Context: an optimization exercise on an open-source flow, tuned for small area, a short achievable clock period and few clock cycles per item. The choices shown serve that exercise and are no tape-out recipe.
The RTL was checked by simulation tests, not by an equivalence proof against the original design.

==> 07-20 <==
## drover_pid
module drover_pid (
    input  wire        clk,
    input  wire        rst,           
    input  wire        in_valid,
    output wire        in_ready,
    input  wire        first,         
    input  wire        loser,         
    input  wire        bank_changed,  
    input  wire        preset_en,     
    input  wire [2:0]  mode,          
    input  wire [31:0] a,             
    input  wire [31:0] b,             
    input  wire [31:0] sel,           
    input  wire [31:0] preset,        
    input  wire [31:0] kp,
    input  wire [4:0]  kp_sh,
    input  wire [31:0] ki,
    input  wire [4:0]  ki_sh,
    input  wire [31:0] kd,
    input  wire [4:0]  kd_sh,
    input  wire [31:0] kf,
    input  wire [4:0]  kf_sh,
    input  wire [31:0] out_lo,
    input  wire [31:0] out_hi,
    output reg         out_valid,
    output wire [31:0] y,
    output reg         sat
);
    assign in_ready = 1'b1;
    reg [31:0] st_i;    
    reg [31:0] st_m;    
    reg [31:0] st_f;    
    reg [31:0] st_u;    
    assign y = st_u;
  ...
make LEC_CHECK=0 CAP_MARGIN=20 CORE_MARGIN=2 CORE_UTILIZATION=55 CTS_CLUSTER_DIAMETER=60 CTS_CLUSTER_SIZE=10 SLEW_MARGIN=20 SYNTH_HIERARCHICAL=1 SYNTH_MINIMUM_KEEP_SIZE=0 finish   # period 90.0 ns
run.sh (not shown) runs the stock make flow with config.mk's settings and CLKGATE_MAP_FILE= SYNTH_SCRIPT=/design/flow/synth_recipe.tcl, a recipe that flattens the netlist after the stock synthesis.
==> inputs of 06-04, as changes to 07-20 <==
--- a/flow/design.v
+++ b/flow/design.v
@@ -22,13 +22,10 @@
             drover_pid_ao2 u_m (.s({s[4], ~s[4]}), .d({xe[i + 16], xe[i]}), .y(z1[i]));
         end
         for (i = 0; i < N + 4; i = i + 1) begin : g_z2
             drover_pid_ao4 u_m (.s(h), .d({z1[i + 12], z1[i + 8], z1[i + 4], z1[i]}), .y(z2[i]));
         end
-        for (i = 0; i < N + 1; i = i + 1) begin : g_z3
-            drover_pid_ao4 u_m (.s(l), .d({z2[i + 3], z2[i + 2], z2[i + 1], z2[i]}), .y(z[i]));
-        end
     endgenerate
     wire [29:0] lm;             
     wire [30:0] hm;             
     wire [63:0] t   = x ^ {64{sgn}};
     generate
@@ -52,22 +49,32 @@
         end else begin : g_notop
             assign hi_bad = |hm;
         end
     endgenerate
     wire [N-1:0] satv = {sgn, {(N-1){~sgn}}};
-    wire [N-1:0] sh   = hi_bad ? satv : z[N:1];
-    assign pos = ~sgn & ((|sh) | rb);
-    assign neg = sgn & ~((&sh) & rb);
+    wire [N-1:0] sh;
     generate
         if (EXACT) begin : g_exact
+            for (i = 0; i < N + 1; i = i + 1) begin : g_z3
+                drover_pid_ao4 u_m (.s(l), .d({z2[i + 3], z2[i + 2], z2[i + 1], z2[i]}), .y(z[i]));
+            end
             wire [N-1:0] w   = z[N:1];
             wire [N-1:0] sum = w + {{(N-1){1'b0}}, rb};
-            assign y = hi_bad ? satv : (~w[N-1] & sum[N-1]) ? w : sum;
+            assign sh = hi_bad ? satv : w;
+            assign y  = hi_bad ? satv : (~w[N-1] & sum[N-1]) ? w : sum;
         end else begin : g_plain
-            assign y = sh;
+            wire [3:0] lg = l & {4{~hi_bad}};
+            for (i = 0; i < N + 1; i = i + 1) begin : g_z3
+                drover_pid_ao4o u_m (.s(lg), .d({z2[i + 3], z2[i + 2], z2[i + 1], z2[i]}),
+                                     .k(i == 0 ? 1'b0 : hi_bad & satv[i > 0 ? i - 1 : 0]), .y(z[i]));
+            end
+            assign sh = z[N:1];
+            assign y  = sh;
         end
     endgenerate
+    assign pos = ~sgn & ((|sh) | rb);
+    assign neg = sgn & ~((&sh) & rb);
 endmodule
 module drover_pid_bdig (
     input  wire b2, b1, b0, inv,
     output wire one, two, neg
 );
@@ -113,10 +120,18 @@
     input  wire [3:0] d,
     output wire       y
 );
     assign y = (s[0] & d[0]) | (s[1] & d[1]) | (s[2] & d[2]) | (s[3] & d[3]);
 endmodule
+module drover_pid_ao4o (
+    input  wire [3:0] s,    
+    input  wire [3:0] d,
+    input  wire       k,
+    output wire       y
+);
+    assign y = (s[0] & d[0]) | (s[1] & d[1]) | (s[2] & d[2]) | (s[3] & d[3]) | k;
+endmodule
 module drover_pid_mule (
     input  wire [32:0] a,
     input  wire [15:0] one,
     input  wire [15:0] two,
     input  wire [15:0] neg,
@@ -2620,51 +2635,51 @@
     reg [31:0] st_m;    
     reg [31:0] st_f;    
     reg [31:0] st_u;    
     assign y = st_u;
     wire        trk_in = mode[1] & loser;
-    wire [15:0] kp_one, kp_two, kp_neg, ki_one, ki_two, ki_neg, kd_one, kd_two, kd_neg;
-    wire [32:0] kp_x = {kp, 1'b0}, ki_x = {ki, 1'b0}, kd_x = {kd, 1'b0};
-    genvar j;
-    generate
-        for (j = 0; j < 16; j = j + 1) begin : g_enc
-            drover_pid_bdig  u_p (.b2(kp_x[2*j+2]), .b1(kp_x[2*j+1]), .b0(kp_x[2*j]), .inv(mode[0]),
-                                  .one(kp_one[j]), .two(kp_two[j]), .neg(kp_neg[j]));
-            drover_pid_bdig  u_i (.b2(ki_x[2*j+2]), .b1(ki_x[2*j+1]), .b0(ki_x[2*j]), .inv(mode[0]),
-                                  .one(ki_one[j]), .two(ki_two[j]), .neg(ki_neg[j]));
-            drover_pid_bdigz u_d (.b2(kd_x[2*j+2]), .b1(kd_x[2*j+1]), .b0(kd_x[2*j]), .inv(mode[0]),
-                                  .zero(first), .one(kd_one[j]), .two(kd_two[j]), .neg(kd_neg[j]));
-        end
-    endgenerate
-    reg        v0, first0, trk0, bump0, pe0;
-    reg [31:0] a0, b0, x0, kf0, lo0, hi0;
-    reg [15:0] p1_0, p2_0, pn_0, i1_0, i2_0, in_0, d1_0, d2_0, dn_0;
+    reg        v0, first0, rev0, trk0, bump0, pe0;
+    reg [31:0] a0, b0, x0, kp0, ki0, kd0, kf0, lo0, hi0;
     reg [4:0]  kp_sh0, ki_sh0, kd_sh0, kf_sh0;
     always @(posedge clk) begin
         v0     <= in_valid & ~rst;
         first0 <= first;
+        rev0   <= mode[0];
         trk0   <= trk_in;
         bump0  <= mode[2] & bank_changed;
         pe0    <= preset_en;
         a0     <= a;
         b0     <= b;
         x0     <= trk_in ? sel : preset;
+        kp0    <= kp;
+        ki0    <= ki;
+        kd0    <= kd;
         kf0    <= kf;
         lo0    <= out_lo;
         hi0    <= out_hi;
-        p1_0   <= kp_one;  p2_0 <= kp_two;  pn_0 <= kp_neg;
-        i1_0   <= ki_one;  i2_0 <= ki_two;  in_0 <= ki_neg;
-        d1_0   <= kd_one;  d2_0 <= kd_two;  dn_0 <= kd_neg;
         kp_sh0 <= kp_sh;   ki_sh0 <= ki_sh; kd_sh0 <= kd_sh;  kf_sh0 <= kf_sh;
     end
+    wire [15:0] kp_one, kp_two, kp_neg, ki_one, ki_two, ki_neg, kd_one, kd_two, kd_neg;
+    wire [32:0] kp_x = {kp0, 1'b0}, ki_x = {ki0, 1'b0}, kd_x = {kd0, 1'b0};
+    genvar j;
+    generate
+        for (j = 0; j < 16; j = j + 1) begin : g_enc
+            drover_pid_bdig  u_p (.b2(kp_x[2*j+2]), .b1(kp_x[2*j+1]), .b0(kp_x[2*j]), .inv(rev0),
+                                  .one(kp_one[j]), .two(kp_two[j]), .neg(kp_neg[j]));
+            drover_pid_bdig  u_i (.b2(ki_x[2*j+2]), .b1(ki_x[2*j+1]), .b0(ki_x[2*j]), .inv(rev0),
+                                  .one(ki_one[j]), .two(ki_two[j]), .neg(ki_neg[j]));
+            drover_pid_bdigz u_d (.b2(kd_x[2*j+2]), .b1(kd_x[2*j+1]), .b0(kd_x[2*j]), .inv(rev0),
+                                  .zero(first0), .one(kd_one[j]), .two(kd_two[j]), .neg(kd_neg[j]));
+        end
+    endgenerate
     wire [32:0] d_ab, d_mb;
     drover_pid_add33 u_sub_ab (.a({a0[31], a0}), .b(~{b0[31], b0}), .ci(1'b1), .s(d_ab), .co());
     drover_pid_add33 u_sub_mb (.a({st_m[31], st_m}), .b(~{b0[31], b0}), .ci(1'b1), .s(d_mb), .co());
     wire [63:0] x_p, x_i, x_d;
-    drover_pid_mule u_mul_p (.a(d_ab), .one(p1_0), .two(p2_0), .neg(pn_0), .p(x_p));
-    drover_pid_mule u_mul_i (.a(d_ab), .one(i1_0), .two(i2_0), .neg(in_0), .p(x_i));
-    drover_pid_mule u_mul_d (.a(d_mb), .one(d1_0), .two(d2_0), .neg(dn_0), .p(x_d));
+    drover_pid_mule u_mul_p (.a(d_ab), .one(kp_one), .two(kp_two), .neg(kp_neg), .p(x_p));
+    drover_pid_mule u_mul_i (.a(d_ab), .one(ki_one), .two(ki_two), .neg(ki_neg), .p(x_i));
+    drover_pid_mule u_mul_d (.a(d_mb), .one(kd_one), .two(kd_two), .neg(kd_neg), .p(x_d));
     wire [33:0] p_s;
     wire [32:0] inc_s;
     wire [31:0] d_s;
     wire        p_rb, i_rb, i_pos, i_neg;
     drover_pid_rsh #(.N(34), .EXACT(0)) u_rsh_p (.x(x_p), .s(kp_sh0), .y(p_s), .rb(p_rb), .pos(), .neg());
@@ -2672,30 +2687,20 @@
     drover_pid_rsh #(.N(32), .EXACT(1)) u_rsh_d (.x(x_d), .s(kd_sh0), .y(d_s), .rb(), .pos(), .neg());
     wire        x_lo, x_hi;
     drover_pid_lt32 u_cmp_xl (.a(x0), .b(lo0), .lt(x_lo));
     drover_pid_lt32 u_cmp_xh (.a(hi0), .b(x0), .lt(x_hi));
     wire [31:0] x_cl = x_lo ? lo0 : x_hi ? hi0 : x0;
-    wire [15:0] kf_one, kf_two, kf_neg;
-    wire [32:0] kf_x = {kf0, 1'b0};
-    generate
-        for (j = 0; j < 16; j = j + 1) begin : g_enc_f
-            drover_pid_bdigz u_f (.b2(kf_x[2*j+2]), .b1(kf_x[2*j+1]), .b0(kf_x[2*j]), .inv(1'b0),
-                                  .zero(~v0), .one(kf_one[j]), .two(kf_two[j]), .neg(kf_neg[j]));
-        end
-    endgenerate
     reg        v1, first1, trk1, bump1, pe1, p_rb1, i_rb1, i_pos1, i_neg1;
     reg [33:0] p1;
     reg [32:0] inc1;
     reg [31:0] d1, lo1, hi1, x1;
-    reg [15:0] f1_1, f2_1, fn_1;
+    reg [31:0] kf1;
     reg [4:0]  kf_sh1;
     always @(posedge clk) begin
         v1     <= v0 & ~rst;
         first1 <= first0 & v0;          
-        f1_1   <= kf_one;                 
-        f2_1   <= kf_two;
-        fn_1   <= kf_neg;
+        kf1    <= kf0 & {32{v0}};       
         kf_sh1 <= kf_sh0;
         trk1   <= trk0;  bump1 <= bump0;  pe1  <= pe0;
         p1     <= p_s;   p_rb1 <= p_rb;
         inc1   <= inc_s; i_rb1 <= i_rb;   i_pos1 <= i_pos;  i_neg1 <= i_neg;
         d1     <= d_s;
@@ -2704,11 +2709,19 @@
     end
     wire [31:0] f0 = first1 ? 32'd0 : st_f;
     wire [32:0] fd;
     drover_pid_add33 u_sub_fd (.a({d1[31], d1}), .b(~{f0[31], f0}), .ci(1'b1), .s(fd), .co());
     wire [63:0] x_f;
-    drover_pid_mule u_mul_f (.a(fd), .one(f1_1), .two(f2_1), .neg(fn_1), .p(x_f));
+    wire [15:0] kf_one, kf_two, kf_neg;
+    wire [32:0] kf_x = {kf1, 1'b0};
+    generate
+        for (j = 0; j < 16; j = j + 1) begin : g_enc_f
+            drover_pid_bdig u_f (.b2(kf_x[2*j+2]), .b1(kf_x[2*j+1]), .b0(kf_x[2*j]), .inv(1'b0),
+                                 .one(kf_one[j]), .two(kf_two[j]), .neg(kf_neg[j]));
+        end
+    endgenerate
+    drover_pid_mule u_mul_f (.a(fd), .one(kf_one), .two(kf_two), .neg(kf_neg), .p(x_f));
     wire [32:0] fstep;
     wire        f_rb;
     drover_pid_rsh #(.N(33), .EXACT(0)) u_rsh_f (.x(x_f), .s(kf_sh1), .y(fstep), .rb(f_rb), .pos(), .neg());
     wire [33:0] fsum;
     drover_pid_add34 u_add_f (.a({{2{f0[31]}}, f0}), .b({fstep[32], fstep}), .ci(f_rb), .s(fsum), .co());
==> results.json <==
{
  "status": "complete, no violations",
  "n_sequential_cell": 857,
  "post_dp_cell_area_um2": 157600,
  "place_congestion": 0.9510
}
the above is filed under 06-04

==> results.json <==
{
  "place_congestion": 0.9448,
  "drc": 0,
  "status": "complete, no violations",
  "post_dp_cell_area_um2": 157600
}
the above is filed under 07-20

Testbench counts of 07-20, summed over its fixed seeds: cycles 12,024, items 12,000.
Testbench counts of 06-04, summed over its fixed seeds: cycles 12,024, items 12,000.

separate check: timing with driven ports:
The flow's constraints put no driver on any port. The routed layouts listed below were extracted and timed again, unchanged, in two steps.
Step 1 (the two cells are an assumption about what drives the block):
set clk [get_ports {clk}]
set_driving_cell -lib_cell sky130_fd_sc_hd__clkbuf_16 $clk
set_driving_cell -lib_cell sky130_fd_sc_hd__buf_2 [delete_from_list [all_inputs] $clk]
Step 2 times the ports against the registers' clock, not the clock port: input delays grow and output delays shrink by t, the midpoint of the rising clock arrivals with the driver on.
Slacks: ideal ports / drivers / drivers and shift; pairs: ideal ports / drivers.
| run | t, ns | slack for setup (ns) | worst setup path after step 2 | latest minus earliest clock arrival (ns) | worst data-port slew with drivers (ns) |
|---|---|---|---|---|---|
| 07-20 | 0.948 | 70.203 / 70.102 / 70.187 | input to register | 0.086 / 0.087 | 0.05 |
| 06-04 | 0.967 | 70.151 / 70.051 / 70.309 | input to register | 0.106 / 0.106 | 0.05 |
After both steps setup and hold are still met in every run listed. The setup slack of 07-20, which loses most, moves by -0.101 ns with the drivers and by -0.016 ns with both steps.
